This design comes from an exercise in tuning for small area and a short achievable clock period on the open sky130 flow, not from production work.
Only simulation tests tie the RTL to the original design; equivalence was not proved.
No activity file was given, so power comes from the tool's default toggle rates.

==> flow/design.v (outline; a module is shown in full before it is edited, if it fits) <==
// module til_lane: 764 lines
// module til_lane_unit: 221 lines
module til_lane_unit #(
    parameter LANES = 4
) (
    input                    clk,
    input                    rst,
    input                    issue,
    input  [35:0]            instr,
    input  [LANES*18-1:0]    opa,
    input  [LANES*18-1:0]    opb,
    input  [LANES-1:0]       a_end,
    input  [LANES-1:0]       assigned,
    input                    batch_start,
    input                    flag_clr,
    output [LANES-1:0]       wr_en,
    output [LANES*18-1:0]    wr_data,
    output [LANES-1:0]       pred,
    output [LANES*4-1:0]     flags,
    output reg               trap,
    output reg [3:0]         trap_code
);
  // ...
==> flow/flow/run.sh <==
#!/bin/bash
set -euo pipefail
bash standard.sh SYNTH_ARGS=-noabc SETUP_SLACK_MARGIN=9 TNS_END_PERCENT=0 \
    'BUFFER_PORTS_ARGS=-buffer_cell sky130_fd_sc_hd__buf_2' finish > flow.log 2>&1
==> flow/standard.sh <==
#!/bin/bash
# synth_recipe.tcl (not shown) runs the flow's synth.tcl, then flattens the netlist and writes it again
# the make line also repeats each setting of config.mk as NAME=value (left out here)
make -C /OpenROAD-flow-scripts/flow DESIGN_CONFIG=/design/flow/config.mk WORK_HOME=/design/flow/orfs CLKGATE_MAP_FILE= SYNTH_SCRIPT=/design/flow/synth_recipe.tcl "${@:-finish}"
==> flow/config.mk <==
export PLATFORM = sky130hd
export DESIGN_NAME = til_lane_unit
export DESIGN_NICKNAME = til_lane_unit
export VERILOG_FILES = /design/flow/design.v
export SDC_FILE = /design/flow/constraint.sdc
export NUM_CORES = 8
export LEC_CHECK = 0
export ABC_AREA = 1
export CAP_MARGIN = 20
export CORE_MARGIN = 2
export CORE_UTILIZATION = 35
export PLACE_DENSITY = 0.42
export SLEW_MARGIN = 20
==> flow/constraint.sdc <==
create_clock -name core_clock -period 18.0 [get_ports {clk}]
set_input_delay 3.6000 -clock core_clock [delete_from_list [all_inputs] [get_ports {clk}]]
set_output_delay 3.6000 -clock core_clock [all_outputs]
set_load 0.01 [all_outputs]
==> impl_metrics.tcl, run 1 <==
set metrics [dict create \
    status "no timing/DRC/antenna violations" \
    via_count 102000 \
    synth_top_family_by_area "adder cells" \
    power_switching_mw 14.3 \
    intPower_mw 9.70 \
    seqPwrFrac_pct 4.4 \
    slew_headroom_pct 14.2 \
    fp.dieW_um 521 \
    top_regs "g_lane.u_lane.acc0 (168), g_lane.u_lane.acc1 (168), g_lane.u_lane.wr_data (72)" \
    finalNetCount 15000 \
    fill_cells 28400 \
    cp-end-kind "flop" \
    endpoint "g_lane[1].u_lane.acc0[29]" \
    area_growth_pct 10.9 \
    crit_path_start_kind "input pin" \
    holdPathEnd "g_lane[1].u_lane.acc1[12]" \
    worst_slack_ns 8.44 \
    path_buf_inv 8 \
    crit_arrival_ns 10.19 \
    cts_sinks 451 \
    synth_top_area_share_pct 19.7 \
    nClkBuffers 88 \
    rsz0062_at_grt "true" \
    post_drt_wl_per_cell_um 32.5 \
    cts_resized 310 \
    seq-power_mw 1.04 \
    routed_wirelength_um 549000 \
    p_clk_mw 1.23 \
    synth_simple_gate_area_share_pct 24.0 \
]
==> inputs of run 2 (changes only) <==
==> flow/design.v (replaced) <==
module til_lane (
    input             clk,
    input             rst,
    input             batch_start,
    input             flag_clr,
    input             exec,
    input      [31:0] ctl,
    input             opc0,
    input             bg,
    input             accen,
    input      [2:0]  v,
    input      [8:0]  bfld,
    input             tsl,
    input             tsh,
    input      [22:0] nth,
    input      [19:1] fsel,
    input      [17:0] a,
    input      [17:0] b,
    input             a_end,
    input             assigned,
    output reg        p,
    output reg [3:0]  flags,
    output reg        wr_en,
    output reg [17:0] wr_data
);
    reg [41:0] acc0, acc1;
    reg        sat0, sat1, sgn0, sgn1;
    wire en = exec & (p | ctl[27]);
    wire [19:0] xm = {{2{v[1] & a[17]}}, a};
    wire [20:0] y  = {{2{v[0] & b[17]}}, b, 1'b0};
    wire [19:0] pp [0:9];
    wire [9:0]  bneg;
    wire [9:0]  ppc;
    genvar i, j;
    generate
        for (i = 0; i < 10; i = i + 1) begin : g_booth
            wire y2 = y[2*i+2];
            wire y1 = y[2*i+1];
            wire y0 = y[2*i];
            wire one = (y1 ^ y0) & bg;
            wire two = ((y2 & ~y1 & ~y0) | (~y2 & y1 & y0)) & bg;
            assign bneg[i] = y2 ^ opc0;
            assign pp[i][0] = (one & xm[0]) ^ bneg[i];
            for (j = 1; j < 20; j = j + 1) begin : g_pp
                assign pp[i][j] = ((one & xm[j]) | (two & xm[j-1])) ^ bneg[i];
            end
            assign ppc[i] = ((one & xm[19]) | (two & xm[18])) ^ !bneg[i];
        end
    endgenerate
    wire [18:0] xt   = {a[17] & (v[0] | v[1]), a};
    wire [42:0] xt43 = {{24{xt[18]}}, xt};
    wire [42:0] tpre = xt43 << bfld[4:0];
    wire [42:0] trow = ({43{tsl}} & tpre) | ({43{tsh}} & {tpre[10:0], 32'd0});
    wire        trown42 = !(tsl & tpre[42]) & !(tsh & tpre[10]);
    wire [19:1] fit;
    generate
        for (i = 1; i < 19; i = i + 1) begin : g_fit
            assign fit[i] = (xt[18:i-1] == {(19-i+1){xt[18]}});
        end
    endgenerate
    assign fit[19] = 1'b1;
    wire unfit = |(fsel & ~fit);
    wire [41:0] acc0v   = sat0 ? {sgn0, {41{~sgn0}}} : acc0;
    wire [41:0] acc1v   = sat1 ? {sgn1, {41{~sgn1}}} : acc1;
    wire [41:0] acc_cur = v[2] ? acc1v : acc0v;
    wire [41:0] accr    = acc_cur & {42{accen}};
    wire [41:0] accrn   = ~acc_cur | {42{!accen}};
    wire [41:0] nin     = ctl[13] ? {24'd0, a} : acc_cur;
    wire hs0, hc0;
    til_ha u_hs0 (.a(bneg[6]), .b(accr[12]), .s(hs0), .co(hc0));
    wire hs1, hc1;
    til_ha u_hs1 (.a(accr[13]), .b(pp[0][13]), .s(hs1), .co(hc1));
    wire fs0, fc0;
    til_fa u_fs0 (.a(bneg[7]), .b(accr[14]), .c(pp[0][14]), .s(fs0), .co(fc0));
    wire hs2, hc2;
    til_ha u_hs2 (.a(pp[1][12]), .b(pp[2][10]), .s(hs2), .co(hc2));
    wire fs1, fc1;
    til_fa u_fs1 (.a(accr[15]), .b(pp[0][15]), .c(pp[1][13]), .s(fs1), .co(fc1));
    wire hs3, hc3;
    til_ha u_hs3 (.a(pp[2][11]), .b(pp[3][9]), .s(hs3), .co(hc3));
    wire fs2, fc2;
    til_fa u_fs2 (.a(bneg[8]), .b(accr[16]), .c(pp[0][16]), .s(fs2), .co(fc2));
    wire fs3, fc3;
    til_fa u_fs3 (.a(pp[1][14]), .b(pp[2][12]), .c(pp[3][10]), .s(fs3), .co(fc3));
    wire hs4, hc4;
    til_ha u_hs4 (.a(pp[4][8]), .b(pp[5][6]), .s(hs4), .co(hc4));
    wire fs4, fc4;
    til_fa u_fs4 (.a(accr[17]), .b(pp[0][17]), .c(pp[1][15]), .s(fs4), .co(fc4));
    wire fs5, fc5;
    til_fa u_fs5 (.a(pp[2][13]), .b(pp[3][11]), .c(pp[4][9]), .s(fs5), .co(fc5));
    wire hs5, hc5;
    til_ha u_hs5 (.a(pp[5][7]), .b(pp[6][5]), .s(hs5), .co(hc5));
    wire fs6, fc6;
    til_fa u_fs6 (.a(bneg[9]), .b(accr[18]), .c(pp[0][18]), .s(fs6), .co(fc6));
    wire fs7, fc7;
    til_fa u_fs7 (.a(pp[1][16]), .b(pp[2][14]), .c(pp[3][12]), .s(fs7), .co(fc7));
    wire fs8, fc8;
    til_fa u_fs8 (.a(pp[4][10]), .b(pp[5][8]), .c(pp[6][6]), .s(fs8), .co(fc8));
    wire hs6, hc6;
    til_ha u_hs6 (.a(pp[7][4]), .b(pp[8][2]), .s(hs6), .co(hc6));
    wire fs9, fc9;
    til_fa u_fs9 (.a(1'b1), .b(accr[19]), .c(ppc[0]), .s(fs9), .co(fc9));
    wire fs10, fc10;
    til_fa u_fs10 (.a(pp[1][17]), .b(pp[2][15]), .c(pp[3][13]), .s(fs10), .co(fc10));
    wire fs11, fc11;
    til_fa u_fs11 (.a(pp[4][11]), .b(pp[5][9]), .c(pp[6][7]), .s(fs11), .co(fc11));
    wire fs12, fc12;
    til_fa u_fs12 (.a(pp[7][5]), .b(pp[8][3]), .c(pp[9][1]), .s(fs12), .co(fc12));
    wire fs13, fc13;
    til_fa u_fs13 (.a(1'b1), .b(accr[20]), .c(pp[1][18]), .s(fs13), .co(fc13));
    wire fs14, fc14;
    til_fa u_fs14 (.a(pp[2][16]), .b(pp[3][14]), .c(pp[4][12]), .s(fs14), .co(fc14));
    wire fs15, fc15;
    til_fa u_fs15 (.a(pp[5][10]), .b(pp[6][8]), .c(pp[7][6]), .s(fs15), .co(fc15));
    wire hs7, hc7;
    til_ha u_hs7 (.a(pp[8][4]), .b(pp[9][2]), .s(hs7), .co(hc7));
    wire fs16, fc16;
    til_fa u_fs16 (.a(accr[21]), .b(ppc[1]), .c(pp[2][17]), .s(fs16), .co(fc16));
    wire fs17, fc17;
    til_fa u_fs17 (.a(pp[3][15]), .b(pp[4][13]), .c(pp[5][11]), .s(fs17), .co(fc17));
    wire fs18, fc18;
    til_fa u_fs18 (.a(pp[6][9]), .b(pp[7][7]), .c(pp[8][5]), .s(fs18), .co(fc18));
    wire fs19, fc19;
    til_fa u_fs19 (.a(1'b1), .b(accr[22]), .c(pp[2][18]), .s(fs19), .co(fc19));
    wire fs20, fc20;
    til_fa u_fs20 (.a(pp[3][16]), .b(pp[4][14]), .c(pp[5][12]), .s(fs20), .co(fc20));
    wire hs8, hc8;
    til_ha u_hs8 (.a(pp[6][10]), .b(pp[7][8]), .s(hs8), .co(hc8));
    wire fs21, fc21;
    til_fa u_fs21 (.a(accr[23]), .b(ppc[2]), .c(pp[3][17]), .s(fs21), .co(fc21));
    wire fs22, fc22;
    til_fa u_fs22 (.a(pp[4][15]), .b(pp[5][13]), .c(pp[6][11]), .s(fs22), .co(fc22));
    wire fs23, fc23;
    til_fa u_fs23 (.a(1'b1), .b(accr[24]), .c(pp[3][18]), .s(fs23), .co(fc23));
    wire hs9, hc9;
    til_ha u_hs9 (.a(pp[4][16]), .b(pp[5][14]), .s(hs9), .co(hc9));
    wire fs24, fc24;
    til_fa u_fs24 (.a(accr[25]), .b(ppc[3]), .c(pp[4][17]), .s(fs24), .co(fc24));
    wire hs10, hc10;
    til_ha u_hs10 (.a(1'b1), .b(accr[26]), .s(hs10), .co(hc10));
    wire hs11, hc11;
    til_ha u_hs11 (.a(bneg[3]), .b(accr[6]), .s(hs11), .co(hc11));
    wire hs12, hc12;
    til_ha u_hs12 (.a(accr[7]), .b(pp[0][7]), .s(hs12), .co(hc12));
    wire fs25, fc25;
    til_fa u_fs25 (.a(bneg[4]), .b(accr[8]), .c(pp[0][8]), .s(fs25), .co(fc25));
    wire hs13, hc13;
    til_ha u_hs13 (.a(pp[1][6]), .b(pp[2][4]), .s(hs13), .co(hc13));
    wire fs26, fc26;
    til_fa u_fs26 (.a(accr[9]), .b(pp[0][9]), .c(pp[1][7]), .s(fs26), .co(fc26));
    wire hs14, hc14;
    til_ha u_hs14 (.a(pp[2][5]), .b(pp[3][3]), .s(hs14), .co(hc14));
    wire fs27, fc27;
    til_fa u_fs27 (.a(bneg[5]), .b(accr[10]), .c(pp[0][10]), .s(fs27), .co(fc27));
    wire fs28, fc28;
    til_fa u_fs28 (.a(pp[1][8]), .b(pp[2][6]), .c(pp[3][4]), .s(fs28), .co(fc28));
    wire hs15, hc15;
    til_ha u_hs15 (.a(pp[4][2]), .b(pp[5][0]), .s(hs15), .co(hc15));
    wire fs29, fc29;
    til_fa u_fs29 (.a(accr[11]), .b(pp[0][11]), .c(pp[1][9]), .s(fs29), .co(fc29));
    wire fs30, fc30;
    til_fa u_fs30 (.a(pp[2][7]), .b(pp[3][5]), .c(pp[4][3]), .s(fs30), .co(fc30));
    wire hs16, hc16;
    til_ha u_hs16 (.a(pp[5][1]), .b(trow[11]), .s(hs16), .co(hc16));
    wire fs31, fc31;
    til_fa u_fs31 (.a(pp[0][12]), .b(pp[1][10]), .c(pp[2][8]), .s(fs31), .co(fc31));
    wire fs32, fc32;
    til_fa u_fs32 (.a(pp[3][6]), .b(pp[4][4]), .c(pp[5][2]), .s(fs32), .co(fc32));
    wire fs33, fc33;
    til_fa u_fs33 (.a(pp[6][0]), .b(hs0), .c(trow[12]), .s(fs33), .co(fc33));
    wire fs34, fc34;
    til_fa u_fs34 (.a(pp[1][11]), .b(pp[2][9]), .c(pp[3][7]), .s(fs34), .co(fc34));
    wire fs35, fc35;
    til_fa u_fs35 (.a(pp[4][5]), .b(pp[5][3]), .c(pp[6][1]), .s(fs35), .co(fc35));
    wire fs36, fc36;
    til_fa u_fs36 (.a(hc0), .b(hs1), .c(trow[13]), .s(fs36), .co(fc36));
    wire fs37, fc37;
    til_fa u_fs37 (.a(pp[3][8]), .b(pp[4][6]), .c(pp[5][4]), .s(fs37), .co(fc37));
    wire fs38, fc38;
    til_fa u_fs38 (.a(pp[6][2]), .b(pp[7][0]), .c(hc1), .s(fs38), .co(fc38));
    wire fs39, fc39;
    til_fa u_fs39 (.a(hs2), .b(fs0), .c(trow[14]), .s(fs39), .co(fc39));
    wire fs40, fc40;
    til_fa u_fs40 (.a(pp[4][7]), .b(pp[5][5]), .c(pp[6][3]), .s(fs40), .co(fc40));
    wire fs41, fc41;
    til_fa u_fs41 (.a(pp[7][1]), .b(hc2), .c(hs3), .s(fs41), .co(fc41));
    wire fs42, fc42;
    til_fa u_fs42 (.a(fc0), .b(fs1), .c(trow[15]), .s(fs42), .co(fc42));
    wire fs43, fc43;
    til_fa u_fs43 (.a(pp[6][4]), .b(pp[7][2]), .c(pp[8][0]), .s(fs43), .co(fc43));
    wire fs44, fc44;
    til_fa u_fs44 (.a(hc3), .b(hs4), .c(fc1), .s(fs44), .co(fc44));
    wire fs45, fc45;
    til_fa u_fs45 (.a(fs2), .b(fs3), .c(trow[16]), .s(fs45), .co(fc45));
    wire fs46, fc46;
    til_fa u_fs46 (.a(pp[7][3]), .b(pp[8][1]), .c(hc4), .s(fs46), .co(fc46));
    wire fs47, fc47;
    til_fa u_fs47 (.a(hs5), .b(fc2), .c(fc3), .s(fs47), .co(fc47));
    wire fs48, fc48;
    til_fa u_fs48 (.a(fs4), .b(fs5), .c(trow[17]), .s(fs48), .co(fc48));
    wire fs49, fc49;
    til_fa u_fs49 (.a(pp[9][0]), .b(hc5), .c(hs6), .s(fs49), .co(fc49));
    wire fs50, fc50;
    til_fa u_fs50 (.a(fc4), .b(fc5), .c(fs6), .s(fs50), .co(fc50));
    wire fs51, fc51;
    til_fa u_fs51 (.a(fs7), .b(fs8), .c(trow[18]), .s(fs51), .co(fc51));
    wire fs52, fc52;
    til_fa u_fs52 (.a(hc6), .b(fc6), .c(fc7), .s(fs52), .co(fc52));
    wire fs53, fc53;
    til_fa u_fs53 (.a(fc8), .b(fs9), .c(fs10), .s(fs53), .co(fc53));
    wire fs54, fc54;
    til_fa u_fs54 (.a(fs11), .b(fs12), .c(trow[19]), .s(fs54), .co(fc54));
    wire fs55, fc55;
    til_fa u_fs55 (.a(hs7), .b(fc9), .c(fc10), .s(fs55), .co(fc55));
    wire fs56, fc56;
    til_fa u_fs56 (.a(fc11), .b(fc12), .c(fs13), .s(fs56), .co(fc56));
    wire fs57, fc57;
    til_fa u_fs57 (.a(fs14), .b(fs15), .c(trow[20]), .s(fs57), .co(fc57));
    wire fs58, fc58;
    til_fa u_fs58 (.a(pp[9][3]), .b(hc7), .c(fc13), .s(fs58), .co(fc58));
    wire fs59, fc59;
    til_fa u_fs59 (.a(fc14), .b(fc15), .c(fs16), .s(fs59), .co(fc59));
    wire fs60, fc60;
    til_fa u_fs60 (.a(fs17), .b(fs18), .c(trow[21]), .s(fs60), .co(fc60));
    wire fs61, fc61;
    til_fa u_fs61 (.a(pp[8][6]), .b(pp[9][4]), .c(hs8), .s(fs61), .co(fc61));
    wire fs62, fc62;
    til_fa u_fs62 (.a(fc16), .b(fc17), .c(fc18), .s(fs62), .co(fc62));
    wire fs63, fc63;
    til_fa u_fs63 (.a(fs19), .b(fs20), .c(trow[22]), .s(fs63), .co(fc63));
    wire fs64, fc64;
    til_fa u_fs64 (.a(pp[7][9]), .b(pp[8][7]), .c(pp[9][5]), .s(fs64), .co(fc64));
    wire fs65, fc65;
    til_fa u_fs65 (.a(hc8), .b(fc19), .c(fc20), .s(fs65), .co(fc65));
    wire fs66, fc66;
    til_fa u_fs66 (.a(fs21), .b(fs22), .c(trow[23]), .s(fs66), .co(fc66));
    wire fs67, fc67;
    til_fa u_fs67 (.a(pp[6][12]), .b(pp[7][10]), .c(pp[8][8]), .s(fs67), .co(fc67));
    wire fs68, fc68;
    til_fa u_fs68 (.a(pp[9][6]), .b(hs9), .c(fc21), .s(fs68), .co(fc68));
    wire fs69, fc69;
    til_fa u_fs69 (.a(fc22), .b(fs23), .c(trow[24]), .s(fs69), .co(fc69));
    wire fs70, fc70;
    til_fa u_fs70 (.a(pp[5][15]), .b(pp[6][13]), .c(pp[7][11]), .s(fs70), .co(fc70));
    wire fs71, fc71;
    til_fa u_fs71 (.a(pp[8][9]), .b(pp[9][7]), .c(hc9), .s(fs71), .co(fc71));
    wire fs72, fc72;
    til_fa u_fs72 (.a(fc23), .b(fs24), .c(trow[25]), .s(fs72), .co(fc72));
    wire fs73, fc73;
    til_fa u_fs73 (.a(pp[4][18]), .b(pp[5][16]), .c(pp[6][14]), .s(fs73), .co(fc73));
    wire fs74, fc74;
    til_fa u_fs74 (.a(pp[7][12]), .b(pp[8][10]), .c(pp[9][8]), .s(fs74), .co(fc74));
    wire fs75, fc75;
    til_fa u_fs75 (.a(hs10), .b(fc24), .c(trow[26]), .s(fs75), .co(fc75));
    wire fs76, fc76;
    til_fa u_fs76 (.a(accr[27]), .b(ppc[4]), .c(pp[5][17]), .s(fs76), .co(fc76));
    wire fs77, fc77;
    til_fa u_fs77 (.a(pp[6][15]), .b(pp[7][13]), .c(pp[8][11]), .s(fs77), .co(fc77));
    wire fs78, fc78;
    til_fa u_fs78 (.a(pp[9][9]), .b(hc10), .c(trow[27]), .s(fs78), .co(fc78));
    wire fs79, fc79;
    til_fa u_fs79 (.a(1'b1), .b(accr[28]), .c(pp[5][18]), .s(fs79), .co(fc79));
    wire fs80, fc80;
    til_fa u_fs80 (.a(pp[6][16]), .b(pp[7][14]), .c(pp[8][12]), .s(fs80), .co(fc80));
    wire hs17, hc17;
    til_ha u_hs17 (.a(pp[9][10]), .b(trow[28]), .s(hs17), .co(hc17));
    wire fs81, fc81;
    til_fa u_fs81 (.a(accr[29]), .b(ppc[5]), .c(pp[6][17]), .s(fs81), .co(fc81));
    wire fs82, fc82;
    til_fa u_fs82 (.a(pp[7][15]), .b(pp[8][13]), .c(pp[9][11]), .s(fs82), .co(fc82));
    wire fs83, fc83;
    til_fa u_fs83 (.a(1'b1), .b(accr[30]), .c(pp[6][18]), .s(fs83), .co(fc83));
    wire hs18, hc18;
    til_ha u_hs18 (.a(pp[7][16]), .b(pp[8][14]), .s(hs18), .co(hc18));
    wire fs84, fc84;
    til_fa u_fs84 (.a(accr[31]), .b(ppc[6]), .c(pp[7][17]), .s(fs84), .co(fc84));
    wire hs19, hc19;
    til_ha u_hs19 (.a(1'b1), .b(accr[32]), .s(hs19), .co(hc19));
    wire hs20, hc20;
    til_ha u_hs20 (.a(bneg[1]), .b(accr[2]), .s(hs20), .co(hc20));
    wire hs21, hc21;
    til_ha u_hs21 (.a(accr[3]), .b(pp[0][3]), .s(hs21), .co(hc21));
    wire fs85, fc85;
    til_fa u_fs85 (.a(bneg[2]), .b(accr[4]), .c(pp[0][4]), .s(fs85), .co(fc85));
    wire hs22, hc22;
    til_ha u_hs22 (.a(pp[1][2]), .b(pp[2][0]), .s(hs22), .co(hc22));
    wire fs86, fc86;
    til_fa u_fs86 (.a(accr[5]), .b(pp[0][5]), .c(pp[1][3]), .s(fs86), .co(fc86));
    wire hs23, hc23;
    til_ha u_hs23 (.a(pp[2][1]), .b(trow[5]), .s(hs23), .co(hc23));
    wire fs87, fc87;
    til_fa u_fs87 (.a(pp[0][6]), .b(pp[1][4]), .c(pp[2][2]), .s(fs87), .co(fc87));
    wire fs88, fc88;
    til_fa u_fs88 (.a(pp[3][0]), .b(hs11), .c(trow[6]), .s(fs88), .co(fc88));
    wire fs89, fc89;
    til_fa u_fs89 (.a(pp[1][5]), .b(pp[2][3]), .c(pp[3][1]), .s(fs89), .co(fc89));
    wire fs90, fc90;
    til_fa u_fs90 (.a(hc11), .b(hs12), .c(trow[7]), .s(fs90), .co(fc90));
    wire fs91, fc91;
    til_fa u_fs91 (.a(pp[3][2]), .b(pp[4][0]), .c(hc12), .s(fs91), .co(fc91));
    wire fs92, fc92;
    til_fa u_fs92 (.a(hs13), .b(fs25), .c(trow[8]), .s(fs92), .co(fc92));
    wire fs93, fc93;
    til_fa u_fs93 (.a(pp[4][1]), .b(hc13), .c(hs14), .s(fs93), .co(fc93));
    wire fs94, fc94;
    til_fa u_fs94 (.a(fc25), .b(fs26), .c(trow[9]), .s(fs94), .co(fc94));
    wire fs95, fc95;
    til_fa u_fs95 (.a(hc14), .b(hs15), .c(fc26), .s(fs95), .co(fc95));
    wire fs96, fc96;
    til_fa u_fs96 (.a(fs27), .b(fs28), .c(trow[10]), .s(fs96), .co(fc96));
    wire fs97, fc97;
    til_fa u_fs97 (.a(hc15), .b(fc27), .c(fc28), .s(fs97), .co(fc97));
    wire fs98, fc98;
    til_fa u_fs98 (.a(fs29), .b(fs30), .c(hs16), .s(fs98), .co(fc98));
    wire fs99, fc99;
    til_fa u_fs99 (.a(fc29), .b(fc30), .c(fs31), .s(fs99), .co(fc99));
    wire fs100, fc100;
    til_fa u_fs100 (.a(fs32), .b(hc16), .c(fs33), .s(fs100), .co(fc100));
    wire fs101, fc101;
    til_fa u_fs101 (.a(fc31), .b(fc32), .c(fs34), .s(fs101), .co(fc101));
    wire fs102, fc102;
    til_fa u_fs102 (.a(fs35), .b(fc33), .c(fs36), .s(fs102), .co(fc102));
    wire fs103, fc103;
    til_fa u_fs103 (.a(fc34), .b(fc35), .c(fs37), .s(fs103), .co(fc103));
    wire fs104, fc104;
    til_fa u_fs104 (.a(fs38), .b(fc36), .c(fs39), .s(fs104), .co(fc104));
    wire fs105, fc105;
    til_fa u_fs105 (.a(fc37), .b(fs40), .c(fc38), .s(fs105), .co(fc105));
    wire fs106, fc106;
    til_fa u_fs106 (.a(fs41), .b(fc39), .c(fs42), .s(fs106), .co(fc106));
    wire fs107, fc107;
    til_fa u_fs107 (.a(fc40), .b(fs43), .c(fc41), .s(fs107), .co(fc107));
    wire fs108, fc108;
    til_fa u_fs108 (.a(fs44), .b(fc42), .c(fs45), .s(fs108), .co(fc108));
    wire fs109, fc109;
    til_fa u_fs109 (.a(fc43), .b(fs46), .c(fc44), .s(fs109), .co(fc109));
    wire fs110, fc110;
    til_fa u_fs110 (.a(fs47), .b(fc45), .c(fs48), .s(fs110), .co(fc110));
    wire fs111, fc111;
    til_fa u_fs111 (.a(fc46), .b(fs49), .c(fc47), .s(fs111), .co(fc111));
    wire fs112, fc112;
    til_fa u_fs112 (.a(fs50), .b(fc48), .c(fs51), .s(fs112), .co(fc112));
    wire fs113, fc113;
    til_fa u_fs113 (.a(fc49), .b(fc50), .c(fs52), .s(fs113), .co(fc113));
    wire fs114, fc114;
    til_fa u_fs114 (.a(fs53), .b(fc51), .c(fs54), .s(fs114), .co(fc114));
    wire fs115, fc115;
    til_fa u_fs115 (.a(fc52), .b(fc53), .c(fs55), .s(fs115), .co(fc115));
    wire fs116, fc116;
    til_fa u_fs116 (.a(fs56), .b(fc54), .c(fs57), .s(fs116), .co(fc116));
    wire fs117, fc117;
    til_fa u_fs117 (.a(fc55), .b(fc56), .c(fs58), .s(fs117), .co(fc117));
    wire fs118, fc118;
    til_fa u_fs118 (.a(fs59), .b(fc57), .c(fs60), .s(fs118), .co(fc118));
    wire fs119, fc119;
    til_fa u_fs119 (.a(fs61), .b(fc58), .c(fc59), .s(fs119), .co(fc119));
    wire fs120, fc120;
    til_fa u_fs120 (.a(fs62), .b(fc60), .c(fs63), .s(fs120), .co(fc120));
    wire fs121, fc121;
    til_fa u_fs121 (.a(fs64), .b(fc61), .c(fc62), .s(fs121), .co(fc121));
    wire fs122, fc122;
    til_fa u_fs122 (.a(fs65), .b(fc63), .c(fs66), .s(fs122), .co(fc122));
    wire fs123, fc123;
    til_fa u_fs123 (.a(fc64), .b(fs67), .c(fc65), .s(fs123), .co(fc123));
    wire fs124, fc124;
    til_fa u_fs124 (.a(fs68), .b(fc66), .c(fs69), .s(fs124), .co(fc124));
    wire fs125, fc125;
    til_fa u_fs125 (.a(fc67), .b(fs70), .c(fs71), .s(fs125), .co(fc125));
    wire fs126, fc126;
    til_fa u_fs126 (.a(fc68), .b(fc69), .c(fs72), .s(fs126), .co(fc126));
    wire fs127, fc127;
    til_fa u_fs127 (.a(fc70), .b(fs73), .c(fs74), .s(fs127), .co(fc127));
    wire fs128, fc128;
    til_fa u_fs128 (.a(fc71), .b(fc72), .c(fs75), .s(fs128), .co(fc128));
    wire fs129, fc129;
    til_fa u_fs129 (.a(fc73), .b(fc74), .c(fs76), .s(fs129), .co(fc129));
    wire fs130, fc130;
    til_fa u_fs130 (.a(fs77), .b(fc75), .c(fs78), .s(fs130), .co(fc130));
    wire fs131, fc131;
    til_fa u_fs131 (.a(fc76), .b(fc77), .c(fs79), .s(fs131), .co(fc131));
    wire fs132, fc132;
    til_fa u_fs132 (.a(fs80), .b(hs17), .c(fc78), .s(fs132), .co(fc132));
    wire fs133, fc133;
    til_fa u_fs133 (.a(fc79), .b(fc80), .c(fs81), .s(fs133), .co(fc133));
    wire fs134, fc134;
    til_fa u_fs134 (.a(fs82), .b(trow[29]), .c(hc17), .s(fs134), .co(fc134));
    wire fs135, fc135;
    til_fa u_fs135 (.a(pp[9][12]), .b(hs18), .c(fc81), .s(fs135), .co(fc135));
    wire fs136, fc136;
    til_fa u_fs136 (.a(fc82), .b(fs83), .c(trow[30]), .s(fs136), .co(fc136));
    wire fs137, fc137;
    til_fa u_fs137 (.a(pp[8][15]), .b(pp[9][13]), .c(hc18), .s(fs137), .co(fc137));
    wire fs138, fc138;
    til_fa u_fs138 (.a(fc83), .b(fs84), .c(trow[31]), .s(fs138), .co(fc138));
    wire fs139, fc139;
    til_fa u_fs139 (.a(pp[7][18]), .b(pp[8][16]), .c(pp[9][14]), .s(fs139), .co(fc139));
    wire fs140, fc140;
    til_fa u_fs140 (.a(hs19), .b(fc84), .c(trow[32]), .s(fs140), .co(fc140));
    wire fs141, fc141;
    til_fa u_fs141 (.a(accr[33]), .b(ppc[7]), .c(pp[8][17]), .s(fs141), .co(fc141));
    wire fs142, fc142;
    til_fa u_fs142 (.a(pp[9][15]), .b(hc19), .c(trow[33]), .s(fs142), .co(fc142));
    wire fs143, fc143;
    til_fa u_fs143 (.a(1'b1), .b(accr[34]), .c(pp[8][18]), .s(fs143), .co(fc143));
    wire hs24, hc24;
    til_ha u_hs24 (.a(pp[9][16]), .b(trow[34]), .s(hs24), .co(hc24));
    wire fs144, fc144;
    til_fa u_fs144 (.a(accr[35]), .b(ppc[8]), .c(pp[9][17]), .s(fs144), .co(fc144));
    wire hs25, hc25;
    til_ha u_hs25 (.a(1'b1), .b(accr[36]), .s(hs25), .co(hc25));
    wire hs26, hc26;
    til_ha u_hs26 (.a(bneg[0]), .b(accr[0]), .s(hs26), .co(hc26));
    wire hs27, hc27;
    til_ha u_hs27 (.a(accr[1]), .b(pp[0][1]), .s(hs27), .co(hc27));
    wire fs145, fc145;
    til_fa u_fs145 (.a(pp[0][2]), .b(pp[1][0]), .c(hs20), .s(fs145), .co(fc145));
    wire fs146, fc146;
    til_fa u_fs146 (.a(pp[1][1]), .b(hc20), .c(hs21), .s(fs146), .co(fc146));
    wire fs147, fc147;
    til_fa u_fs147 (.a(hc21), .b(hs22), .c(fs85), .s(fs147), .co(fc147));
    wire fs148, fc148;
    til_fa u_fs148 (.a(hc22), .b(fc85), .c(fs86), .s(fs148), .co(fc148));
    wire fs149, fc149;
    til_fa u_fs149 (.a(fc86), .b(fs87), .c(hc23), .s(fs149), .co(fc149));
    wire fs150, fc150;
    til_fa u_fs150 (.a(fc87), .b(fs89), .c(fc88), .s(fs150), .co(fc150));
    wire fs151, fc151;
    til_fa u_fs151 (.a(fc89), .b(fs91), .c(fc90), .s(fs151), .co(fc151));
    wire fs152, fc152;
    til_fa u_fs152 (.a(fc91), .b(fs93), .c(fc92), .s(fs152), .co(fc152));
    wire fs153, fc153;
    til_fa u_fs153 (.a(fc93), .b(fs95), .c(fc94), .s(fs153), .co(fc153));
    wire fs154, fc154;
    til_fa u_fs154 (.a(fc95), .b(fs97), .c(fc96), .s(fs154), .co(fc154));
    wire fs155, fc155;
    til_fa u_fs155 (.a(fc97), .b(fs99), .c(fc98), .s(fs155), .co(fc155));
    wire fs156, fc156;
    til_fa u_fs156 (.a(fc99), .b(fs101), .c(fc100), .s(fs156), .co(fc156));
    wire fs157, fc157;
    til_fa u_fs157 (.a(fc101), .b(fs103), .c(fc102), .s(fs157), .co(fc157));
    wire fs158, fc158;
    til_fa u_fs158 (.a(fc103), .b(fs105), .c(fc104), .s(fs158), .co(fc158));
    wire fs159, fc159;
    til_fa u_fs159 (.a(fc105), .b(fs107), .c(fc106), .s(fs159), .co(fc159));
    wire fs160, fc160;
    til_fa u_fs160 (.a(fc107), .b(fs109), .c(fc108), .s(fs160), .co(fc160));
    wire fs161, fc161;
    til_fa u_fs161 (.a(fc109), .b(fs111), .c(fc110), .s(fs161), .co(fc161));
    wire fs162, fc162;
    til_fa u_fs162 (.a(fc111), .b(fs113), .c(fc112), .s(fs162), .co(fc162));
    wire fs163, fc163;
    til_fa u_fs163 (.a(fc113), .b(fs115), .c(fc114), .s(fs163), .co(fc163));
    wire fs164, fc164;
    til_fa u_fs164 (.a(fc115), .b(fs117), .c(fc116), .s(fs164), .co(fc164));
    wire fs165, fc165;
    til_fa u_fs165 (.a(fc117), .b(fs119), .c(fc118), .s(fs165), .co(fc165));
    wire fs166, fc166;
    til_fa u_fs166 (.a(fc119), .b(fs121), .c(fc120), .s(fs166), .co(fc166));
    wire fs167, fc167;
    til_fa u_fs167 (.a(fc121), .b(fs123), .c(fc122), .s(fs167), .co(fc167));
    wire fs168, fc168;
    til_fa u_fs168 (.a(fs125), .b(fc123), .c(fc124), .s(fs168), .co(fc168));
    wire fs169, fc169;
    til_fa u_fs169 (.a(fs127), .b(fc125), .c(fc126), .s(fs169), .co(fc169));
    wire fs170, fc170;
    til_fa u_fs170 (.a(fc127), .b(fs129), .c(fc128), .s(fs170), .co(fc170));
    wire fs171, fc171;
    til_fa u_fs171 (.a(fc129), .b(fs131), .c(fc130), .s(fs171), .co(fc171));
    wire fs172, fc172;
    til_fa u_fs172 (.a(fc131), .b(fs133), .c(fs134), .s(fs172), .co(fc172));
    wire fs173, fc173;
    til_fa u_fs173 (.a(fc133), .b(fs135), .c(fs136), .s(fs173), .co(fc173));
    wire fs174, fc174;
    til_fa u_fs174 (.a(fs137), .b(fc135), .c(fc136), .s(fs174), .co(fc174));
    wire fs175, fc175;
    til_fa u_fs175 (.a(fs139), .b(fc137), .c(fc138), .s(fs175), .co(fc175));
    wire fs176, fc176;
    til_fa u_fs176 (.a(fc139), .b(fs141), .c(fc140), .s(fs176), .co(fc176));
    wire fs177, fc177;
    til_fa u_fs177 (.a(fc141), .b(fs143), .c(hs24), .s(fs177), .co(fc177));
    wire fs178, fc178;
    til_fa u_fs178 (.a(fc143), .b(fs144), .c(trow[35]), .s(fs178), .co(fc178));
    wire fs179, fc179;
    til_fa u_fs179 (.a(pp[9][18]), .b(hs25), .c(fc144), .s(fs179), .co(fc179));
    wire fs180, fc180;
    til_fa u_fs180 (.a(accr[37]), .b(ppc[9]), .c(hc25), .s(fs180), .co(fc180));
    wire hs28, hc28;
    til_ha u_hs28 (.a(1'b1), .b(accr[38]), .s(hs28), .co(hc28));
    wire hs29, hc29;
    til_ha u_hs29 (.a(1'b1), .b(accr[39]), .s(hs29), .co(hc29));
    wire hs30, hc30;
    til_ha u_hs30 (.a(1'b1), .b(accr[40]), .s(hs30), .co(hc30));
    wire hs31, hc31;
    til_ha u_hs31 (.a(pp[0][0]), .b(hs26), .s(hs31), .co(hc31));
    wire fs181, fc181;
    til_fa u_fs181 (.a(hc26), .b(hs27), .c(trow[1]), .s(fs181), .co(fc181));
    wire fs182, fc182;
    til_fa u_fs182 (.a(hc27), .b(trow[2]), .c(fs145), .s(fs182), .co(fc182));
    wire fs183, fc183;
    til_fa u_fs183 (.a(trow[3]), .b(fc145), .c(fs146), .s(fs183), .co(fc183));
    wire fs184, fc184;
    til_fa u_fs184 (.a(trow[4]), .b(fc146), .c(fs147), .s(fs184), .co(fc184));
    wire fs185, fc185;
    til_fa u_fs185 (.a(hs23), .b(fc147), .c(fs148), .s(fs185), .co(fc185));
    wire fs186, fc186;
    til_fa u_fs186 (.a(fc148), .b(fs88), .c(fs149), .s(fs186), .co(fc186));
    wire fs187, fc187;
    til_fa u_fs187 (.a(fs90), .b(fc149), .c(fs150), .s(fs187), .co(fc187));
    wire fs188, fc188;
    til_fa u_fs188 (.a(fs92), .b(fc150), .c(fs151), .s(fs188), .co(fc188));
    wire fs189, fc189;
    til_fa u_fs189 (.a(fs94), .b(fc151), .c(fs152), .s(fs189), .co(fc189));
    wire fs190, fc190;
    til_fa u_fs190 (.a(fs96), .b(fc152), .c(fs153), .s(fs190), .co(fc190));
    wire fs191, fc191;
    til_fa u_fs191 (.a(fs98), .b(fc153), .c(fs154), .s(fs191), .co(fc191));
    wire fs192, fc192;
    til_fa u_fs192 (.a(fc154), .b(fs100), .c(fs155), .s(fs192), .co(fc192));
    wire fs193, fc193;
    til_fa u_fs193 (.a(fs102), .b(fc155), .c(fs156), .s(fs193), .co(fc193));
    wire fs194, fc194;
    til_fa u_fs194 (.a(fs104), .b(fc156), .c(fs157), .s(fs194), .co(fc194));
    wire fs195, fc195;
    til_fa u_fs195 (.a(fs106), .b(fc157), .c(fs158), .s(fs195), .co(fc195));
    wire fs196, fc196;
    til_fa u_fs196 (.a(fs108), .b(fc158), .c(fs159), .s(fs196), .co(fc196));
    wire fs197, fc197;
    til_fa u_fs197 (.a(fs110), .b(fc159), .c(fs160), .s(fs197), .co(fc197));
    wire fs198, fc198;
    til_fa u_fs198 (.a(fs112), .b(fc160), .c(fs161), .s(fs198), .co(fc198));
    wire fs199, fc199;
    til_fa u_fs199 (.a(fs114), .b(fc161), .c(fs162), .s(fs199), .co(fc199));
    wire fs200, fc200;
    til_fa u_fs200 (.a(fs116), .b(fc162), .c(fs163), .s(fs200), .co(fc200));
    wire fs201, fc201;
    til_fa u_fs201 (.a(fs118), .b(fc163), .c(fs164), .s(fs201), .co(fc201));
    wire fs202, fc202;
    til_fa u_fs202 (.a(fs120), .b(fc164), .c(fs165), .s(fs202), .co(fc202));
    wire fs203, fc203;
    til_fa u_fs203 (.a(fs122), .b(fc165), .c(fs166), .s(fs203), .co(fc203));
    wire fs204, fc204;
    til_fa u_fs204 (.a(fs124), .b(fc166), .c(fs167), .s(fs204), .co(fc204));
    wire fs205, fc205;
    til_fa u_fs205 (.a(fs126), .b(fc167), .c(fs168), .s(fs205), .co(fc205));
    wire fs206, fc206;
    til_fa u_fs206 (.a(fs128), .b(fc168), .c(fs169), .s(fs206), .co(fc206));
    wire fs207, fc207;
    til_fa u_fs207 (.a(fs130), .b(fc169), .c(fs170), .s(fs207), .co(fc207));
    wire fs208, fc208;
    til_fa u_fs208 (.a(fs132), .b(fc170), .c(fs171), .s(fs208), .co(fc208));
    wire fs209, fc209;
    til_fa u_fs209 (.a(fc132), .b(fs172), .c(fc171), .s(fs209), .co(fc209));
    wire fs210, fc210;
    til_fa u_fs210 (.a(fc134), .b(fs173), .c(fc172), .s(fs210), .co(fc210));
    wire fs211, fc211;
    til_fa u_fs211 (.a(fs138), .b(fc173), .c(fs174), .s(fs211), .co(fc211));
    wire fs212, fc212;
    til_fa u_fs212 (.a(fs140), .b(fc174), .c(fs175), .s(fs212), .co(fc212));
    wire fs213, fc213;
    til_fa u_fs213 (.a(fs142), .b(fc175), .c(fs176), .s(fs213), .co(fc213));
    wire fs214, fc214;
    til_fa u_fs214 (.a(fc142), .b(fs177), .c(fc176), .s(fs214), .co(fc214));
    wire fs215, fc215;
    til_fa u_fs215 (.a(hc24), .b(fs178), .c(fc177), .s(fs215), .co(fc215));
    wire fs216, fc216;
    til_fa u_fs216 (.a(trow[36]), .b(fs179), .c(fc178), .s(fs216), .co(fc216));
    wire fs217, fc217;
    til_fa u_fs217 (.a(trow[37]), .b(fs180), .c(fc179), .s(fs217), .co(fc217));
    wire fs218, fc218;
    til_fa u_fs218 (.a(hs28), .b(fc180), .c(trow[38]), .s(fs218), .co(fc218));
    wire fs219, fc219;
    til_fa u_fs219 (.a(hc28), .b(hs29), .c(trow[39]), .s(fs219), .co(fc219));
    wire fs220, fc220;
    til_fa u_fs220 (.a(hc29), .b(hs30), .c(trow[40]), .s(fs220), .co(fc220));
    wire fs221, fc221;
    til_fa u_fs221 (.a(accrn[41]), .b(hc30), .c(trow[41]), .s(fs221), .co(fc221));
    wire [43:0] tsum = {1'b1, fc221, fc220, fc219, fc218, fc217, fc216, fc215, fc214, fc213, fc212, fc211, fc210, fc209, fc208, fc207, fc206, fc205, fc204, fc203, fc202, fc201, fc200, fc199, fc198, fc197, fc196, fc195, fc194, fc193, fc192, fc191, fc190, fc189, fc188, fc187, fc186, fc185, fc184, fc183, fc182, fc181, hc31, trow[0]};
    wire [43:0] tcar = {1'b0, trown42, fs221, fs220, fs219, fs218, fs217, fs216, fs215, fs214, fs213, fs212, fs211, fs210, fs209, fs208, fs207, fs206, fs205, fs204, fs203, fs202, fs201, fs200, fs199, fs198, fs197, fs196, fs195, fs194, fs193, fs192, fs191, fs190, fs189, fs188, fs187, fs186, fs185, fs184, fs183, fs182, fs181, hs31};
    wire [43:0] cg0 = tsum & tcar;
    wire [43:0] cp0 = tsum ^ tcar;
    wire [43:0] cg [0:6];
    wire [43:0] cp [0:6];
    assign cg[0] = cg0;
    assign cp[0] = cp0;
    generate
        for (i = 0; i < 6; i = i + 1) begin : g_pfx
            for (j = 0; j < 44; j = j + 1) begin : g_bit
                if ((j >> i) & 1) begin : g_op
                    assign cg[i+1][j] = cg[i][j] | (cp[i][j] & cg[i][((j >> i) << i) - 1]);
                    assign cp[i+1][j] = cp[i][j] & cp[i][((j >> i) << i) - 1];
                end else begin : g_pass
                    assign cg[i+1][j] = cg[i][j];
                    assign cp[i+1][j] = cp[i][j];
                end
            end
        end
    endgenerate
    wire [43:0] ccar = {cg[6][42:0], 1'b0};        
    wire [43:0] ssum = cp0 ^ ccar;
    wire [2:0]  top0 = tsum[43:41] + tcar[43:41];
    wire [2:0]  top1 = tsum[43:41] + tcar[43:41] + 3'd1;
    wire        ovf0 = !(top0 == 3'b000 || top0 == 3'b111);
    wire        ovf1 = !(top1 == 3'b000 || top1 == 3'b111);
    wire        ovf  = ccar[41] ? ovf1 : ovf0;
    wire        big  = ctl[3] & unfit;
    wire        sat_acc = ovf | big;
    wire        sat_neg = big ? xt[18] : ssum[43];
    wire        clr   = rst | batch_start;
    wire        we0   = en & ctl[4] & !v[2];
    wire        we1   = en & ctl[4] &  v[2];
    wire        hold0 = !clr & !we0;
    wire        hold1 = !clr & !we1;
    wire        ld0   = !clr & we0;
    wire        ld1   = !clr & we1;
    wire [41:0] acc0_d = ({42{hold0}} & acc0) | ({42{ld0}} & ssum[41:0]);
    wire [41:0] acc1_d = ({42{hold1}} & acc1) | ({42{ld1}} & ssum[41:0]);
    wire [5:0] ns = bfld[5:0];
    wire       nsg = nin[41];
    reg [42:0] w;           
    reg        sticky;
    integer    k;
    always @(*) begin
        w = {nin, 1'b0};
        sticky = 1'b0;
        if (ns[5]) begin
            sticky = sticky | (|w[31:0]);
            w = {{32{nsg}}, w[42:32]};
        end
        if (ns[4]) begin
            sticky = sticky | (|w[15:0]);
            w = {{16{nsg}}, w[42:16]};
        end
        if (ns[3]) begin
            sticky = sticky | (|w[7:0]);
            w = {{8{nsg}}, w[42:8]};
        end
        if (ns[2]) begin
            sticky = sticky | (|w[3:0]);
            w = {{4{nsg}}, w[42:4]};
        end
        if (ns[1]) begin
            sticky = sticky | (|w[1:0]);
            w = {{2{nsg}}, w[42:2]};
        end
        if (ns[0]) begin
            sticky = sticky | w[0];
            w = {nsg, w[42:1]};
        end
    end
    wire        nguard = w[0];
    wire [18:0] nq     = w[19:1];
    wire [40:18] hiok;
    generate
        for (i = 18; i <= 40; i = i + 1) begin : g_hi
            assign hiok[i] = nth[i-18] | (nin[i] == nsg);
        end
    endgenerate
    wire        ninr   = &hiok;
    wire        nup    = ctl[30] & nguard & (sticky | nq[0]);
    wire [19:0] nr     = {nq[18], nq} + {19'd0, nup};
    wire        n_sfit = (nr[19:17] == 3'b000) | (nr[19:17] == 3'b111);
    wire        n_hi   = ninr ? (v[0] ? (!nr[19] & !n_sfit) : (!nr[19] & nr[18])) : !nsg;
    wire        n_lo   = ninr ? (v[0] ? (nr[19] & !n_sfit) : nr[19]) : nsg;
    wire        sx    = ctl[11];
    wire        inv_a = ctl[9] | (ctl[10] & a[17]);
    wire        use_b = !(ctl[9] | ctl[10]);
    wire        cin   = ctl[8] | inv_a;
    wire [19:0] pa    = {{2{sx & a[17]}}, a} ^ {20{inv_a}};
    wire [19:0] qb    = ({{2{sx & b[17]}}, b} ^ {20{ctl[8]}}) & {20{use_b}};
    wire [19:0] asum  = pa + qb + {19'd0, cin};
    wire        lt    = asum[19];
    wire        eq    = (a == b);
    wire        a_hi  = v[0] ? (!asum[19] & (asum[18] | asum[17])) : (!asum[19] & asum[18]);
    wire        a_lo  = v[0] ? (asum[19] & !(asum[18] & asum[17])) : asum[19];
    reg cond;
    always @(*) begin
        case (v)
            3'd0:    cond = eq;
            3'd1:    cond = !eq;
            3'd2:    cond = lt;
            3'd3:    cond = lt | eq;
            3'd4:    cond = !lt & !eq;
            default: cond = !lt;
        endcase
    end
    wire shl_hi = unfit & !xt[18];
    wire shl_lo = unfit & xt[18];
    wire cv_hi  = !v[1] & v[0] & a[17];
    wire cv_lo  = v[1] & !v[0] & a[17];
    wire sat_hi = (ctl[6] & n_hi) | (ctl[7] & a_hi) | (ctl[12] & shl_hi) | (ctl[14] & cv_hi);
    wire sat_lo = (ctl[6] & n_lo) | (ctl[7] & a_lo) | (ctl[12] & shl_lo) | (ctl[14] & cv_lo);
    wire s_a = ctl[15] | ctl[14] | (ctl[20] & lt) | (ctl[21] & !lt) | (ctl[19] & p);
    wire s_b = (ctl[20] & !lt) | (ctl[21] & lt) | (ctl[19] & !p);
    wire [17:0] raw = ({18{ctl[6] | ctl[13]}}  & nr[17:0])
                    | ({18{ctl[7]}}  & asum[17:0])
                    | ({18{ctl[12]}} & trow[17:0])
                    | ({18{s_a}}     & a)
                    | ({18{s_b}}     & b)
                    | ({18{ctl[16]}} & (a & b))
                    | ({18{ctl[17]}} & (a | b))
                    | ({18{ctl[18]}} & (a ^ b))
                    | ({18{ctl[22]}} & {14'd0, flags});
    wire [17:0] d_val = sat_hi ? {~v[0], {17{1'b1}}} :
                        sat_lo ? {v[0], 17'd0} : raw;
    reg p_next;
    always @(*) begin
        if (ctl[26]) begin
            case (v[1:0])
                2'b00: p_next = 1'b1;
                2'b01: p_next = !p;
                2'b10: p_next = 1'b0;
                default: p_next = assigned;
            endcase
        end else if (ctl[24])
            p_next = ctl[25] ? (p & cond) : cond;
        else
            p_next = p;
    end
    wire       sat_any = sat_hi | sat_lo;
    wire [3:0] fl_set  = {a_end, ctl[29] & sat_any, ctl[6] & sat_any, ctl[4] & sat_acc};
    wire [3:0] fl_clr  = bfld[3:0] & {4{ctl[23]}};
    wire       fkeep   = !(rst | flag_clr);
    wire [3:0] fhold   = {4{fkeep}} & flags & ~({4{en}} & fl_clr);
    wire       facc    = fkeep & en & ctl[4];
    wire [3:0] flags_d = {fhold[3:1] | ({3{fkeep & en}} & fl_set[3:1]),
                          fhold[0] | (facc & big) | (facc & ovf)};
    always @(posedge clk) begin
        acc0 <= acc0_d;
        acc1 <= acc1_d;
        sat0 <= (hold0 & sat0) | (ld0 & sat_acc);
        sat1 <= (hold1 & sat1) | (ld1 & sat_acc);
        if (we0) sgn0 <= sat_neg;
        if (we1) sgn1 <= sat_neg;
        if (rst | batch_start)
            p <= 1'b1;
        else if (en)
            p <= p_next;
        flags <= flags_d;
        wr_en   <= !rst & en & ctl[28];
        wr_data <= d_val;
    end
endmodule
module til_fa (
    input  a,
    input  b,
    input  c,
    output s,
    output co
);
    assign s  = a ^ b ^ c;
    assign co = (a & b) | (a & c) | (b & c);
endmodule
module til_ha (
    input  a,
    input  b,
    output s,
    output co
);
    assign s  = a ^ b;
    assign co = a & b;
endmodule
module til_lane_unit #(
    parameter LANES = 4
) (
    input                    clk,
    input                    rst,
    input                    issue,
    input  [35:0]            instr,
    input  [LANES*18-1:0]    opa,
    input  [LANES*18-1:0]    opb,
    input  [LANES-1:0]       a_end,
    input  [LANES-1:0]       assigned,
    input                    batch_start,
    input                    flag_clr,
    output [LANES-1:0]       wr_en,
    output [LANES*18-1:0]    wr_data,
    output [LANES-1:0]       pred,
    output [LANES*4-1:0]     flags,
    output reg               trap,
    output reg [3:0]         trap_code
);
    wire [5:0] opc  = instr[35:30];
    wire [2:0] v    = instr[29:27];
    wire [8:0] dfld = instr[26:18];
    wire [8:0] afld = instr[17:9];
    wire [8:0] bfld = instr[8:0];
    wire v_zero = (v == 3'd0);
    wire d_zero = (dfld == 9'd0);
    wire a_zero = (afld == 9'd0);
    wire b_zero = (bfld == 9'd0);
    reg lane_op;
    reg undefined;
    reg bad_field;
    always @(*) begin
        lane_op   = 1'b0;
        undefined = 1'b0;
        bad_field = 1'b0;
        case (opc)
            6'h00: begin                                    
                lane_op   = 1'b1;
                bad_field = !(v_zero && d_zero && a_zero && b_zero);
            end
            6'h01, 6'h02, 6'h03, 6'h04, 6'h05, 6'h06, 6'h07,
            6'h08, 6'h09, 6'h0C, 6'h0D,
            6'h29, 6'h2A, 6'h2B, 6'h2C: ;                   
            6'h0A: begin                                    
                lane_op   = 1'b1;
                bad_field = !(v_zero && a_zero && b_zero);
            end
            6'h0B: begin                                    
                lane_op   = 1'b1;
                bad_field = !(v_zero && d_zero && a_zero && bfld[8:4] == 5'd0);
            end
            6'h10, 6'h11, 6'h12: begin                      
                lane_op   = 1'b1;
                bad_field = !d_zero;
            end
            6'h13, 6'h14: begin                             
                lane_op   = 1'b1;
                bad_field = v[0] || !d_zero || bfld[8:6] != 3'd0 || bfld[5:0] > 6'd41;
            end
            6'h15: begin                                    
                lane_op   = 1'b1;
                bad_field = !a_zero || bfld[8:6] != 3'd0 || bfld[5:0] > 6'd41;
            end
            6'h16, 6'h17, 6'h1A, 6'h1B: begin               
                lane_op   = 1'b1;
                bad_field = v[2:1] != 2'd0;
            end
            6'h18, 6'h19: begin                             
                lane_op   = 1'b1;
                bad_field = v != 3'b001 || !b_zero;
            end
            6'h1C, 6'h1D: begin                             
                lane_op   = 1'b1;
                bad_field = v[2:1] != 2'd0 || bfld[8:5] != 4'd0 || bfld[4:0] > 5'd17;
            end
            6'h1E: begin                                    
                lane_op   = 1'b1;
                bad_field = v[2] || !b_zero;
            end
            6'h1F: begin                                    
                lane_op   = 1'b1;
                bad_field = !v_zero || !b_zero;
            end
            6'h20, 6'h21, 6'h22, 6'h23: begin               
                lane_op   = 1'b1;
                bad_field = !v_zero;
            end
            6'h24, 6'h25, 6'h26, 6'h27: begin               
                lane_op   = 1'b1;
                bad_field = v[2:1] == 2'b11 || !d_zero;
            end
            6'h28: begin                                    
                lane_op   = 1'b1;
                bad_field = v[2] || !d_zero || !a_zero || !b_zero;
            end
            default: undefined = 1'b1;                      
        endcase
    end
    wire take  = issue && !batch_start;
    wire exec  = take && lane_op && !bad_field;
    always @(posedge clk) begin
        if (rst)
            trap <= 1'b0;
        else
            trap <= take && (undefined || (lane_op && bad_field));
        trap_code <= {2'b00, !undefined, undefined};
    end
    wire op_mac    = (opc == 6'h10);
    wire op_msu    = (opc == 6'h11);
    wire op_mul    = (opc == 6'h12);
    wire op_accld  = (opc == 6'h13);
    wire op_accadd = (opc == 6'h14);
    wire op_narrow = (opc == 6'h15);
    wire op_add    = (opc == 6'h16);
    wire op_sub    = (opc == 6'h17);
    wire op_neg    = (opc == 6'h18);
    wire op_abs    = (opc == 6'h19);
    wire op_min    = (opc == 6'h1A);
    wire op_max    = (opc == 6'h1B);
    wire op_shl    = (opc == 6'h1C);
    wire op_shr    = (opc == 6'h1D);
    wire op_conv   = (opc == 6'h1E);
    wire op_mov    = (opc == 6'h1F);
    wire op_and    = (opc == 6'h20);
    wire op_or     = (opc == 6'h21);
    wire op_xor    = (opc == 6'h22);
    wire op_sel    = (opc == 6'h23);
    wire op_cmp    = (opc[5:2] == 4'b1001);                 
    wire op_setp   = (opc == 6'h28);
    wire op_flagrd = (opc == 6'h0A);
    wire op_flagclr= (opc == 6'h0B);
    wire op_booth  = op_mac | op_msu | op_mul;
    wire op_ld     = op_accld | op_accadd;
    wire bg    = !(opc[2] | (opc[1] & opc[0]));
    wire ten   = !bg;
    wire accen = !opc[1] | opc[2];
    wire tsl = ten && !bfld[5];
    wire tsh = ten &&  bfld[5];
    wire [22:0] nth;
    genvar t;
    generate
        for (t = 0; t < 23; t = t + 1) begin : g_th
            assign nth[t] = (bfld[5:0] > t);
        end
    endgenerate
    wire [5:0] shl_m = 6'd18 - {1'b0, bfld[4:0]} + {5'd0, !v[0]};
    wire [5:0] ld_m  = 6'd43 - bfld[5:0];
    wire [19:1] fsel;
    generate
        for (t = 1; t < 20; t = t + 1) begin : g_fsel
            assign fsel[t] = (op_shl && shl_m == t) ||
                             (op_ld && bfld[5:0] >= 6'd25 && ld_m == t);
        end
    endgenerate
    wire [31:0] ctl;
    assign ctl[0]  = op_booth;                    
    assign ctl[1]  = op_msu;                      
    assign ctl[2]  = !(op_mul | op_accld);        
    assign ctl[3]  = op_ld;                       
    assign ctl[4]  = op_booth | op_ld;            
    assign ctl[5]  = 1'b0;
    assign ctl[6]  = op_narrow;
    assign ctl[7]  = op_add | op_sub | op_neg | op_abs;    
    assign ctl[8]  = op_sub | op_min | op_max | op_cmp;    
    assign ctl[9]  = op_neg;
    assign ctl[10] = op_abs;
    assign ctl[11] = op_cmp ? !opc[0] : v[0];     
    assign ctl[12] = op_shl;
    assign ctl[13] = op_shr;
    assign ctl[14] = op_conv;
    assign ctl[15] = op_mov;
    assign ctl[16] = op_and;
    assign ctl[17] = op_or;
    assign ctl[18] = op_xor;
    assign ctl[19] = op_sel;
    assign ctl[20] = op_min;
    assign ctl[21] = op_max;
    assign ctl[22] = op_flagrd;
    assign ctl[23] = op_flagclr;
    assign ctl[24] = op_cmp;
    assign ctl[25] = opc[1];                      
    assign ctl[26] = op_setp;
    assign ctl[27] = op_sel | op_cmp | op_setp;   
    assign ctl[28] = op_narrow | op_add | op_sub | op_neg | op_abs | op_min |
                     op_max | op_shl | op_shr | op_conv | op_mov | op_and |
                     op_or | op_xor | op_sel | op_flagrd;    
    assign ctl[29] = op_add | op_sub | op_neg | op_abs | op_shl | op_conv;   
    assign ctl[30] = op_narrow & !v[1];           
    assign ctl[31] = 1'b0;
    genvar l;
    generate
        for (l = 0; l < LANES; l = l + 1) begin : g_lane
            til_lane u_lane (
                .clk        (clk),
                .rst        (rst),
                .batch_start(batch_start),
                .flag_clr   (flag_clr),
                .exec       (exec),
                .ctl        (ctl),
                .opc0       (opc[0]),
                .bg         (bg),
                .accen      (accen),
                .v          (v),
                .bfld       (bfld),
                .tsl        (tsl),
                .tsh        (tsh),
                .nth        (nth),
                .fsel       (fsel),
                .a          (opa[l*18 +: 18]),
                .b          (opb[l*18 +: 18]),
                .a_end      (a_end[l]),
                .assigned   (assigned[l]),
                .p          (pred[l]),
                .flags      (flags[l*4 +: 4]),
                .wr_en      (wr_en[l]),
                .wr_data    (wr_data[l*18 +: 18])
            );
        end
    endgenerate
endmodule
==> flow/flow/run.sh (replaced) <==
#!/bin/bash
# Layout flow: the standard ORFS flow (standard.sh, standard synthesis
# unchanged) with three changes.
#  - SETUP_SLACK_MARGIN=9: repair_timing is asked for more setup slack than
#    the 18 ns constraint needs, so that it keeps shortening the worst path.
#  - TNS_END_PERCENT=0: it works on the worst endpoint only.
#  - BUFFER_PORTS_ARGS: every input and output port still gets its own
#    buffer, but a buf_2 rather than the default clkdlybuf4s50_1 delay cell.
# make's output goes to flow.log; each ORFS step writes its own log under
# orfs/logs/.
set -euo pipefail
bash standard.sh SETUP_SLACK_MARGIN=9 TNS_END_PERCENT=0 \
    'BUFFER_PORTS_ARGS=-buffer_cell sky130_fd_sc_hd__buf_2' finish > flow.log 2>&1
--- a/flow/config.mk
+++ b/flow/config.mk
@@ -6,8 +6,9 @@
 export NUM_CORES = 8
 export LEC_CHECK = 0
 export ABC_AREA = 1
 export CAP_MARGIN = 20
 export CORE_MARGIN = 2
 export CORE_UTILIZATION = 35
 export PLACE_DENSITY = 0.42
 export SLEW_MARGIN = 20
+export SYNTH_HIERARCHICAL = 1
==> impl_metrics.tcl, run 2 <==
set metrics [dict create \
    final_cell_mix "nand2_1 (2769), nand3_1 (1377), o22ai_1 (1053)" \
    crit_path_max_fanout 21 \
    hold_viol_final 0 \
    rsz0062_at_grt "true" \
    via_count 103000 \
    drc 0 \
    path_buf_inv 5 \
    area_growth_pct 13.1 \
    slew_headroom_pct 18.2 \
    crit_arrival_ns 10.02 \
    first_pass_iters 10 \
    coreArea_um2 265000 \
    synthCells 13400 \
    cts_hold_buf 0 \
    viasPerCell 6.03 \
    fill_cells 28500 \
    syn_area_um2 93400 \
    fp-row-count 189 \
    max_cap_violations 0 \
    cts.path.max_buffers 3 \
    ir_drop_v 0.000762 \
    cts_sinks 451 \
    fin_cells 17100 \
    post-route-util_pct 39.8 \
    slowest_stage "nor2_4" \
    cts_buffers 58 \
    initial_core_util_pct 35.2 \
    gp_congestion 0.975 \
    cp-end-kind "flop" \
    place_area_um2 98600 \
    power_leakage_nw 46.5 \
    layout-drive-gt1-share_pct 11.6 \
    cpMostUsedCell "nand2_1" \
    max_freq_ghz 0.106 \
    min_period_ns 9.39 \
    tightest_slew_ns 1.21 \
    antenna_found_initial 26 \
    h-tree-depth 2 \
    critPathTopFamily "simple AND/OR/NAND/NOR gates" \
    fp.dieW_um 521 \
    crit_path_start_kind "input pin" \
    multi_input_area_um2 78600 \
    top_regs "g_lane.u_lane.acc0 (168), g_lane.u_lane.acc1 (168), g_lane.u_lane.wr_data (72)" \
    pin_count 294 \
    grt_max_degree 108 \
    grt_usage_pct 37.9 \
    cpPeakStageDelay_ns 0.64 \
    port_buffers 291 \
    grt_pass1_wl_um 747000 \
    tns_ns 0 \
    root_buffer "clkbuf_16" \
    ys_warn_count 8 \
    first_global_vias 101000 \
    final_area_um2 106000 \
    routed_wirelength_um 533000 \
    status "no timing/DRC/antenna violations" \
    grt-ovfl-total 0 \
    slew_viol_final 0 \
    period_share_pct 52.2 \
    power_density_nw_per_um2 243 \
    dp.cells 16700 \
    finalNetCount 15100 \
    cts_tree "yes" \
    syn_avg_cell_area_um2 6.95 \
    final_common_cell "nand2_1" \
    dieHeight_um 521 \
    hp-class "reg2reg" \
    worstPathRequired_ns 18.63 \
    die_area_um2 271000 \
    drt_iter0_markers 11800 \
    clkLatencyLatePin_ns 0.84 \
    setup_viol 0 \
    dp_hpwl_um 397000 \
    skew_ns 0.137 \
    clk_pin_slew_ns 0.06 \
    ant_nets 0 \
    critPathKind "in2reg" \
    post_drt_wl_per_cell_um 31.2 \
    regArea_um2 9110 \
]
==> run 2: cell count changes in the layout (fill, tap and decap cells not counted), moves of 76 or more <==
cell | before | now
nand4_1 | 76 | 186
inv_1 | 920 | 1011
nand3_1 | 1242 | 1377
a21oi_1 | 539 | 618
ha_1 | 580 | 501
o21ai_0 | 973 | 607
xnor2_1 | 168 | 92
o22ai_1 | 830 | 1053
==> run 2: metrics by stage <==
stage          total power [mW]  setup slack [ns]  hold slack [ns]
4_1_cts                    24.8              8.78            0.464
3_5_place_dp               22.3              6.46            0.456
5_1_grt                    27.4              8.45            0.487
6_report                   25.7              8.61            0.467
3_3_place_gp               22.2              6.42            0.448
2_1_floorplan              14.0              8.70            0.440
==> run 2: worst register-to-register path: stages (launching register included) <==
cell	delay, ns
dfxtp_1	0.47
inv_2	0.47
buf_4	0.36
nand2_1	0.09
nand2_1	0.13
nand2_1	0.13
nor2_2	0.39
fa_2	0.56
fa_1	0.50
fa_2	0.36
fa_1	0.47
fa_1	0.57
ha_4	0.23
a21oi_1	0.13
o21bai_1	0.09
a21oi_2	0.25
o21ai_1	0.09
a21oi_1	0.13
o21bai_1	0.10
a21oi_2	0.17
o21ai_4	0.10
nand2_1	0.08
nand2_1	0.09
nand3_1	0.11
nand2_1	0.11
xnor2_1	0.48
o22ai_1	0.14
==> run 2: cell type report <==
| cell class | count | area share [%] |
|---|---|---|
| Inverter | 1123 | 4.15 |
| Tap cell | 3533 | 4.19 |
| Clock buffer | 80 | 1.59 |
| Timing Repair Buffer | 820 | 6.58 |
| Multi-Input combinational cell | 11000 | 74.5 |
| Clock inverter | 27 | 0.308 |
| Timing Repair inverter | 9 | 0.0592 |
| Sequential cell | 451 | 8.63 |
| Antenna cell | 11 | 0.0261 |
==> run 2: routing by layer <==
layer / GRT usage (%) / share of wire, % / up-vias
met5: 0.228 / 0.031 / -
met4: 21.2 / 6.4 / 20
met3: 7.01 / 8.1 / 1132
met2: 58.5 / 44 / 5072
met1: 49.8 / 42 / 50900
li1: - / - / 45700
==> run 2: where the power goes <==
part           internal [mW]  total, mW  switching [mW]
Sequential              1.03       1.04          0.0127
Clock                  0.715       1.28           0.564
Combinational           8.26       23.4            15.1
Total                   10.0       25.7            15.7
==> run 2: what timing repair did <==
action,CTS,global route
pin swaps,81,61
setup buffers,154,20
gates resized for setup,499,124
endpoints found under the setup margin,301,327
cloned,30,2
==> run 2: path summary, 6_finish.rpt <==
check	start	to	slack, ns	cells past startpoint
setup / recovery	instr[30]	g_lane[2].u_lane.wr_data[13]	8.61	25
hold / removal	g_lane[0].u_lane.acc1[0]	g_lane[0].u_lane.acc1[0]	0.47	2
setup reg to reg	g_lane[1].u_lane.sat1	g_lane[1].u_lane.acc1[38]	11.06	26
hold reg to reg	g_lane[0].u_lane.acc1[0]	g_lane[0].u_lane.acc1[0]	0.47	2

-- afterwards: timing with drivers on the ports --
The flow's constraints put no driver on any port. The routed layouts listed below were extracted and timed again, unchanged, in two steps.
Step 1 sets driving cells, clkbuf_16 on the clock port and buf_2 on the other inputs (assumed; they add their load-dependent delay and slew).
Step 2 times the ports against the registers' clock, not the clock port: input delays grow and output delays shrink by t, the midpoint of the rising clock arrivals with the driver on.
Slacks: ideal / step 1 / step 2; pairs: ideal / step 1.
| run | t (ns) | setup slack, ns | worst hold slack (ns) | clock arrival spread, ns | worst register clock-pin slew, ns |
|---|---|---|---|---|---|
| run 1 | 0.861 | 8.436 / 8.328 / 7.467 | 0.458 / 0.458 / 0.458 | 0.055 / 0.056 | 0.09 / 0.09 |
| run 2 | 0.869 | 8.608 / 8.519 / 7.650 | 0.467 / 0.467 / 0.467 | 0.137 / 0.137 | 0.09 / 0.09 |
After both steps setup and hold are still met in every run listed. The setup slack of run 1, which loses most, moves by -0.108 ns with the drivers and by -0.969 ns with both steps.
